This design comes from an exercise in tuning for small area and a short achievable clock period on the open sky130 flow, not from production work. Only simulation tests tie the RTL to the original design; equivalence was not proved.

===== flow/run.sh =====
#!/bin/bash
# synth_recipe.tcl (not shown) runs the flow's synth.tcl, then flattens the netlist and writes it again
# the make line also repeats each setting of config.mk as NAME=value (left out here)
make -C /OpenROAD-flow-scripts/flow DESIGN_CONFIG=/design/flow/config.mk WORK_HOME=/design/flow/orfs CLKGATE_MAP_FILE= SYNTH_SCRIPT=/design/flow/synth_recipe.tcl finish

===== flow/config.mk =====
export PLATFORM = sky130hd
export DESIGN_NAME = dec79_codec
export DESIGN_NICKNAME = dec79_codec
export VERILOG_FILES = /design/flow/design.v
export SDC_FILE = /design/flow/constraint.sdc
export NUM_CORES = 4
export LEC_CHECK = 0
export CAP_MARGIN = 20
export CORE_MARGIN = 2
export CORE_UTILIZATION = 40
export PLACE_DENSITY = 0.6
export SETUP_SLACK_MARGIN = 0.4
export SLEW_MARGIN = 20

===== flow/constraint.sdc =====
create_clock -name core_clock -period 22.0 [get_ports {clk}]
set_input_delay 4.4000 -clock core_clock [delete_from_list [all_inputs] [get_ports {clk}]]
set_output_delay 4.4000 -clock core_clock [all_outputs]
set_load 0.01 [all_outputs]

===== flow/design.v =====
function automatic [6:0] gf_mul(input [6:0] a, input [6:0] b);
    reg [6:0] acc;
    reg [6:0] sh;
    integer i;
    begin
        acc = 7'd0;
        sh  = a;
        for (i = 0; i < 7; i = i + 1) begin
            if (b[i])
                acc = acc ^ sh;
            sh = {sh[5:0], 1'b0} ^ (sh[6] ? 7'b0001001 : 7'b0000000);
        end
        gf_mul = acc;
    end
endfunction
function automatic [6:0] gf_inv(input [6:0] a);
    reg [6:0] r;
    reg [6:0] sq;
    integer i;
    begin
        r  = 7'd1;
        sq = a;
        for (i = 0; i < 6; i = i + 1) begin
            sq = gf_mul(sq, sq);
            r  = gf_mul(r, sq);
        end
        gf_inv = r;
    end
endfunction
localparam [127*7-1:0] ALOG = {
    7'h44, 7'h22, 7'h11, 7'h4c, 7'h26, 7'h13, 7'h4d, 7'h62,
    7'h31, 7'h5c, 7'h2e, 7'h17, 7'h4f, 7'h63, 7'h75, 7'h7e,
    7'h3f, 7'h5b, 7'h69, 7'h70, 7'h38, 7'h1c, 7'h0e, 7'h07,
    7'h47, 7'h67, 7'h77, 7'h7f, 7'h7b, 7'h79, 7'h78, 7'h3c,
    7'h1e, 7'h0f, 7'h43, 7'h65, 7'h76, 7'h3b, 7'h59, 7'h68,
    7'h34, 7'h1a, 7'h0d, 7'h42, 7'h21, 7'h54, 7'h2a, 7'h15,
    7'h4e, 7'h27, 7'h57, 7'h6f, 7'h73, 7'h7d, 7'h7a, 7'h3d,
    7'h5a, 7'h2d, 7'h52, 7'h29, 7'h50, 7'h28, 7'h14, 7'h0a,
    7'h05, 7'h46, 7'h23, 7'h55, 7'h6e, 7'h37, 7'h5f, 7'h6b,
    7'h71, 7'h7c, 7'h3e, 7'h1f, 7'h4b, 7'h61, 7'h74, 7'h3a,
    7'h1d, 7'h4a, 7'h25, 7'h56, 7'h2b, 7'h51, 7'h6c, 7'h36,
    7'h1b, 7'h49, 7'h60, 7'h30, 7'h18, 7'h0c, 7'h06, 7'h03,
    7'h45, 7'h66, 7'h33, 7'h5d, 7'h6a, 7'h35, 7'h5e, 7'h2f,
    7'h53, 7'h6d, 7'h72, 7'h39, 7'h58, 7'h2c, 7'h16, 7'h0b,
    7'h41, 7'h64, 7'h32, 7'h19, 7'h48, 7'h24, 7'h12, 7'h09,
    7'h40, 7'h20, 7'h10, 7'h08, 7'h04, 7'h02, 7'h01
};
function automatic [6:0] gf_alpha_pow(input integer n);
    begin
        gf_alpha_pow = ALOG[7*(n % 127) +: 7];
    end
endfunction
function automatic integer bch_pos(input integer b);
    begin
        bch_pos = (b < 64) ? (b + 14) : (b - 64);
    end
endfunction
module dec79_enc (
    input  wire [63:0] data,
    output wire [78:0] word
);
    localparam [14:0] GEN = 15'h4377;
    reg [13:0] rem;
    integer i;
    always @(*) begin
        rem = 14'd0;
        for (i = 63; i >= 0; i = i - 1) begin
            if (rem[13] ^ data[i])
                rem = {rem[12:0], 1'b0} ^ GEN[13:0];
            else
                rem = {rem[12:0], 1'b0};
        end
    end
    assign word[63:0]  = data;
    assign word[77:64] = rem;
    assign word[78]    = ^{rem, data};
endmodule
module dec79_dec (
    input  wire [78:0] word_in,
    output reg  [78:0] word_out,    
    output reg  [1:0]  nfix,        
    output reg         uncorr       
);
function automatic [6:0] gf_mul(input [6:0] a, input [6:0] b);
    reg [6:0] acc;
    reg [6:0] sh;
    integer i;
    begin
        acc = 7'd0;
        sh  = a;
        for (i = 0; i < 7; i = i + 1) begin
            if (b[i])
                acc = acc ^ sh;
            sh = {sh[5:0], 1'b0} ^ (sh[6] ? 7'b0001001 : 7'b0000000);
        end
        gf_mul = acc;
    end
endfunction
function automatic [6:0] gf_inv(input [6:0] a);
    reg [6:0] r;
    reg [6:0] sq;
    integer i;
    begin
        r  = 7'd1;
        sq = a;
        for (i = 0; i < 6; i = i + 1) begin
            sq = gf_mul(sq, sq);
            r  = gf_mul(r, sq);
        end
        gf_inv = r;
    end
endfunction
localparam [127*7-1:0] ALOG = {
    7'h44, 7'h22, 7'h11, 7'h4c, 7'h26, 7'h13, 7'h4d, 7'h62,
    7'h31, 7'h5c, 7'h2e, 7'h17, 7'h4f, 7'h63, 7'h75, 7'h7e,
    7'h3f, 7'h5b, 7'h69, 7'h70, 7'h38, 7'h1c, 7'h0e, 7'h07,
    7'h47, 7'h67, 7'h77, 7'h7f, 7'h7b, 7'h79, 7'h78, 7'h3c,
    7'h1e, 7'h0f, 7'h43, 7'h65, 7'h76, 7'h3b, 7'h59, 7'h68,
    7'h34, 7'h1a, 7'h0d, 7'h42, 7'h21, 7'h54, 7'h2a, 7'h15,
    7'h4e, 7'h27, 7'h57, 7'h6f, 7'h73, 7'h7d, 7'h7a, 7'h3d,
    7'h5a, 7'h2d, 7'h52, 7'h29, 7'h50, 7'h28, 7'h14, 7'h0a,
    7'h05, 7'h46, 7'h23, 7'h55, 7'h6e, 7'h37, 7'h5f, 7'h6b,
    7'h71, 7'h7c, 7'h3e, 7'h1f, 7'h4b, 7'h61, 7'h74, 7'h3a,
    7'h1d, 7'h4a, 7'h25, 7'h56, 7'h2b, 7'h51, 7'h6c, 7'h36,
    7'h1b, 7'h49, 7'h60, 7'h30, 7'h18, 7'h0c, 7'h06, 7'h03,
    7'h45, 7'h66, 7'h33, 7'h5d, 7'h6a, 7'h35, 7'h5e, 7'h2f,
    7'h53, 7'h6d, 7'h72, 7'h39, 7'h58, 7'h2c, 7'h16, 7'h0b,
    7'h41, 7'h64, 7'h32, 7'h19, 7'h48, 7'h24, 7'h12, 7'h09,
    7'h40, 7'h20, 7'h10, 7'h08, 7'h04, 7'h02, 7'h01
};
function automatic [6:0] gf_alpha_pow(input integer n);
    begin
        gf_alpha_pow = ALOG[7*(n % 127) +: 7];
    end
endfunction
function automatic integer bch_pos(input integer b);
    begin
        bch_pos = (b < 64) ? (b + 14) : (b - 64);
    end
endfunction
    reg  [6:0] s1, s3;
    reg        par;
    integer b;
    always @(*) begin
        s1 = 7'd0;
        s3 = 7'd0;
        for (b = 0; b < 78; b = b + 1) begin
            if (word_in[b]) begin
                s1 = s1 ^ gf_alpha_pow(bch_pos(b));
                s3 = s3 ^ gf_alpha_pow(3 * bch_pos(b));
            end
        end
        par = ^word_in;
    end
    wire [6:0] s1_sq   = gf_mul(s1, s1);
    wire [6:0] s1_cube = gf_mul(s1_sq, s1);
    wire [6:0] t       = s3 ^ s1_cube;
    wire [6:0] sigma2  = gf_mul(t, gf_inv(s1));
    reg [77:0] hit;
    integer k;
    always @(*) begin
        for (k = 0; k < 78; k = k + 1)
            hit[k] = (gf_alpha_pow(2 * bch_pos(k))
                      ^ gf_mul(s1, gf_alpha_pow(bch_pos(k)))
                      ^ sigma2) == 7'd0;
    end
    reg [6:0] nroots;
    integer n;
    always @(*) begin
        nroots = 7'd0;
        for (n = 0; n < 78; n = n + 1)
            nroots = nroots + {6'd0, hit[n]};
    end
    always @(*) begin
        word_out = word_in;
        nfix     = 2'd0;
        uncorr   = 1'b0;
        if (s1 == 7'd0 && s3 == 7'd0) begin
            if (par) begin
                word_out[78] = ~word_in[78];
                nfix         = 2'd1;
            end
        end else if (s1 == 7'd0) begin
            uncorr = 1'b1;
        end else if (t == 7'd0) begin
            if (nroots == 7'd1) begin
                word_out[77:0] = word_in[77:0] ^ hit;
                if (par) begin
                    nfix = 2'd1;
                end else begin
                    word_out[78] = ~word_in[78];
                    nfix         = 2'd2;
                end
            end else begin
                uncorr = 1'b1;
            end
        end else begin
            if (!par && nroots == 7'd2) begin
                word_out[77:0] = word_in[77:0] ^ hit;
                nfix           = 2'd2;
            end else begin
                uncorr = 1'b1;
            end
        end
    end
endmodule
module dec79_codec (
    input  wire        clk,
    input  wire        rst,             
    input  wire        enc_in_valid,
    input  wire [63:0] enc_in_data,
    output reg         enc_out_valid,
    output reg  [78:0] enc_out_word,
    input  wire        dec_in_valid,
    input  wire [78:0] dec_in_word,
    output reg         dec_out_valid,
    output reg  [78:0] dec_out_word,
    output reg  [1:0]  dec_out_nfix,
    output reg         dec_out_uncorr
);
    reg        enc_v_q, dec_v_q;
    reg [63:0] enc_d_q;
    reg [78:0] dec_w_q;
    always @(posedge clk) begin
        if (rst) begin
            enc_v_q <= 1'b0;
            dec_v_q <= 1'b0;
        end else begin
            enc_v_q <= enc_in_valid;
            dec_v_q <= dec_in_valid;
        end
        enc_d_q <= enc_in_data;
        dec_w_q <= dec_in_word;
    end
    wire [78:0] enc_word;
    wire [78:0] dec_word;
    wire [1:0]  dec_nfix;
    wire        dec_uncorr;
    dec79_enc u_enc (.data(enc_d_q), .word(enc_word));
    dec79_dec u_dec (.word_in(dec_w_q), .word_out(dec_word),
                     .nfix(dec_nfix), .uncorr(dec_uncorr));
    always @(posedge clk) begin
        if (rst) begin
            enc_out_valid <= 1'b0;
            dec_out_valid <= 1'b0;
        end else begin
            enc_out_valid <= enc_v_q;
            dec_out_valid <= dec_v_q;
        end
        enc_out_word   <= enc_word;
        dec_out_word   <= dec_word;
        dec_out_nfix   <= dec_nfix;
        dec_out_uncorr <= dec_uncorr;
    end
endmodule

==> summary.txt <==
==> worst max-delay path, delay by kind of cell (launching register included) <==
family | cells | cell delay, ps
flip-flops | 1 | 350
AO/OA/AOI/OAI | 9 | 2620
XOR/XNOR | 19 | 6650
buffers and inverters | 10 | 1930
AND/OR/NAND/NOR | 14 | 3770
adder cells (fa/ha/maj) | 11 | 5410
==> stage by stage <==
stage	instances	cell area, sq um	setup WS, ps	util (%)
2_1_floorplan	3647	33580	440.9	-
3_3_place_gp	5032	38710	-311.3	46.40
3_5_place_dp	5034	38720	-405.0	46.42
4_1_cts	5082	39760	403.1	47.66
5_1_grt	5121	40620	266.6	48.69
6_report	5121	40620	1085	48.69
==> Yosys cell counts, drive strengths merged, types with 10 or more instances <==
cell and instances:
a2111oi 15, a211oi 15, a21oi 67, a221oi 14, and2 21, and3 30, buf 128, clkbuf 86
dfxtp 308, fa 67, ha 31, inv 95, mux2i 39, nand2 205, nand2b 26, nand3 108
nand3b 10, nand4 37, nor2 238, nor2b 15, nor3 104, nor3b 11, nor4 21, o2111ai 10
o211ai 23, o21ai 95, o22ai 12, or2 11, or3 49, xnor2 1187, xnor3 140, xor2 259
xor3 13
==> cell families (layout without fill, tap and decap cells) <==
group | count (synthesis) | count (layout) | synth area share [%]
AOI/OAI and AO/OA | 365 | 365 | 7.874
xor gates and xnor gates | 1599 | 1599 | 49.27
DFF | 308 | 308 | 18.37
muxes | 42 | 42 | 1.320
and+or+nand+nor | 920 | 920 | 13.56
buffers and inverters | 314 | 708 | 4.422
adders and majority gates | 99 | 99 | 5.182
==> layer usage <==
| metal | up-vias | global-route usage [%] | part of all wire, % |
|---|---|---|---|
| met5 | - | 0 | 0 |
| met2 | 1552 | 46.02 | 45 |
| li1 | 12840 | - | - |
| met4 | 0 | 12.33 | 4.9 |
| met3 | 317 | 4.335 | 9.4 |
| met1 | 13590 | 38.65 | 40 |
==> registers in the layout, indices dropped and copies added (netlist names) <==
| register | count |
|---|---|
| enc_v_q | 1 |
| dec_out_word | 79 |
| dec_w_q | 79 |
| dec_out_valid | 1 |
| dec_out_uncorr | 1 |
| enc_d_q | 64 |
| dec_out_nfix | 2 |
| enc_out_word | 79 |
| dec_v_q | 1 |
| enc_out_valid | 1 |
==> repair_timing <==
action | CTS | global route
endpoints found under the setup margin | 80 | 82
hold buffers | 0 | 0
buffers inserted | 1 | 39
pin swaps | 0 | 30
resized for setup | 22 | 91
==> worst max-delay path by stage <==
stage                            from                to  slack, ps  cells past startpoint
after floorplan           dec_w_q[57]  dec_out_word[59]        440                     81
after global placement    dec_w_q[39]  dec_out_word[33]       -310                     56
after detailed placement  dec_w_q[39]  dec_out_word[11]       -410                     56
after CTS                 dec_w_q[39]  dec_out_word[14]        400                     65
after global routing      dec_w_q[39]  dec_out_word[14]        270                     63
final                     dec_w_q[39]  dec_out_word[14]       1080                     63
==> layout make-up <==
class	count	area, sq um
Fill cell	7819	42810
Sequential cell	308	6166
Clock inverter	13	111.4
Multi-Input combinational cell	3025	26730
Clock buffer	34	784.5
Tap cell	1080	1351
Timing Repair Buffer	561	5080
Inverter	100	391.6
==> flow_summary_export.csv <==
group,metric,value,unit
final_layout,area.growth.synth_to_final,21.03,%
detailed_routing,drt_first_pass_iters,6,
grt,grt_overflow_total,0,
logic_synthesis,synth_top_cells_by_area,"xnor2_1 (30%), dfxtp_1 (18%), xnor3_1 (8.5%)",
worst_hold_path,holdPathStages,0,
cts,htree_levels,1,
logic_synthesis,synth_cells,3647,
logic_synthesis,yosysSeqAreaShare,18.37,%
sta,grt_setup_unrepaired,"yes",
detailed_routing,drc,0,
grt,grt_first_pass_wirelength,185000,um
setup_path,critical_path_class,"reg -> reg",
setup_path,worst_path_most_repeated_cell,"fa_1",
detailed_routing,wl_per_cell,25.03,um
run,max_cap_violations,0,
detailed_routing,vias,28300,
logic_synthesis,synthesis.yosys.warnings,3,
floorplanning,placement_rows,106,
sta,fmax,0.04781,GHz
logic_synthesis,synth_cell_types,110,
cts,clock_latency,570,ps
setup_path,required,22440,ps
floorplanning,dieArea,86230,sq um
logic_synthesis,syn_nets,3892,
setup_path,cell_with_the_biggest_individual_delay_on_the_critical_path,"a222oi_1",
sta,final_period_minus_worst_setup_slack,20920,ps
setup_path,start_kind,"flop",
grt,first_global_vias,27030,
floorplanning,fp.dieH,293.7,um
sta,headroom_to_the_max_slew_limit,18.07,%
logic_synthesis,synth_area_per_cell,9.202,sq um
grt,grt_overall_usage,28.80,%
floorplanning,design.core.area,83420,sq um
setup_path,setup.reg_to_reg.worst_slack,1080,ps
cts,numClockSinks,308,
final_layout,num-nets-final,4269,
place,weighted_congestion_at_the_end_of_routability_driven_global_placement,1.018,
setup_path,worstPathMaxFanout,26,
detailed_routing,drt-initial-drc-count,2982,
final_layout,most-common-layout-cells,"xnor2_1 (1,114), clkdlybuf4s50_1 (309), dfxtp_1 (308)",
logic_synthesis,postSynth.asyncResetShare,0,%
sta,post-route-period-util,95.07,%
floorplanning,num_io_pins,310,
logic_synthesis,ys.flop_type,"dfxtp_1",
cts,clock_buffers_created_by_tritoncts,28,
setup_path,r2r.worst_path.cells,63,
grt,grt_antenna_before_repair,3,
logic_synthesis,synth_top_area_share,30.17,%
sta,hold_slack,362.9,ps
logic_synthesis,synth_enable_flop_cells,0,
sta,slew_viol_final,0,
setup_path,critical_path.endpoint_type,"flop",
final_layout,final_layout_size_suffix_gt1_share,12.52,%
sta,finalSetupViolCount,0,
worst_hold_path,worst_hold_startpoint,"enc_d_q[48]",
setup_path,timing.critical_path.slowest_cell_delay,600,ps
logic_synthesis,synth_area_leader_cell,"xnor2_1",
place,place.detailed.hpwl,99800,um
final_layout,final_common_cell,"xnor2_1",
setup_path,crit-reg2reg-launch,"dec_w_q[39]",
place,buffer_ports.inserted,309,
setup_path,rr_endpoint,"dec_out_word[14]",
logic_synthesis,mappedNetlistArea,33560,sq um
sta,worstMarginPinSlew,1227,ps
cts,clock_tree.buffer_depth,3,
sta,setup_total_negative_slack,0,ps
grt,grt_max_degree,40,
floorplanning,initial_core_utilization,40.23,%
logic_synthesis,yosys_register_bits,308,
setup_path,critical_path_arrival,21360,ps
worst_hold_path,hold_class,"reg -> reg",
detailed_routing,postRouteAntennaNets,0,
detailed_routing,drt-total-wl,128200,um
sta,finalHoldViolations,0,
floorplanning,horizontal_die_dimension,293.7,um
cts,path_clk_slew,60,ps
worst_hold_path,hold-path-endpoint,"enc_out_word[48]",
run_status,run_status,"finished clean",
cts,root_buffer,"clkbuf_16",
sta,clock_skew,24.23,ps
cts,cts_tree,"built",
final_layout,antenna_cells_inserted,0,
detailed_routing,via_density_per_instance,5.527,

==> separate check: timing with driven ports <==
Ports are ideal in the flow. The routed layout listed here was re-timed in OpenROAD.
Step 1 assumes that a clkbuf_16 drives the clock port and a buf_2 every other input.
Step 2 times the ports against the registers' clock, not the clock port: input delays grow and output delays shrink by t, the midpoint of the rising clock arrivals with the driver on.
Three values: no drivers, after step 1, after step 2; two values: the first two.
shift t [ns]: 0.613
slack for setup (ns): 1.085 / 1.085 / 1.085
hold WS [ns]: 0.363 / 0.363 / 0.363
After both steps setup and hold are still met in this run. The setup slack of this run moves by 0.000 ns with the drivers and by 0.000 ns with both steps.
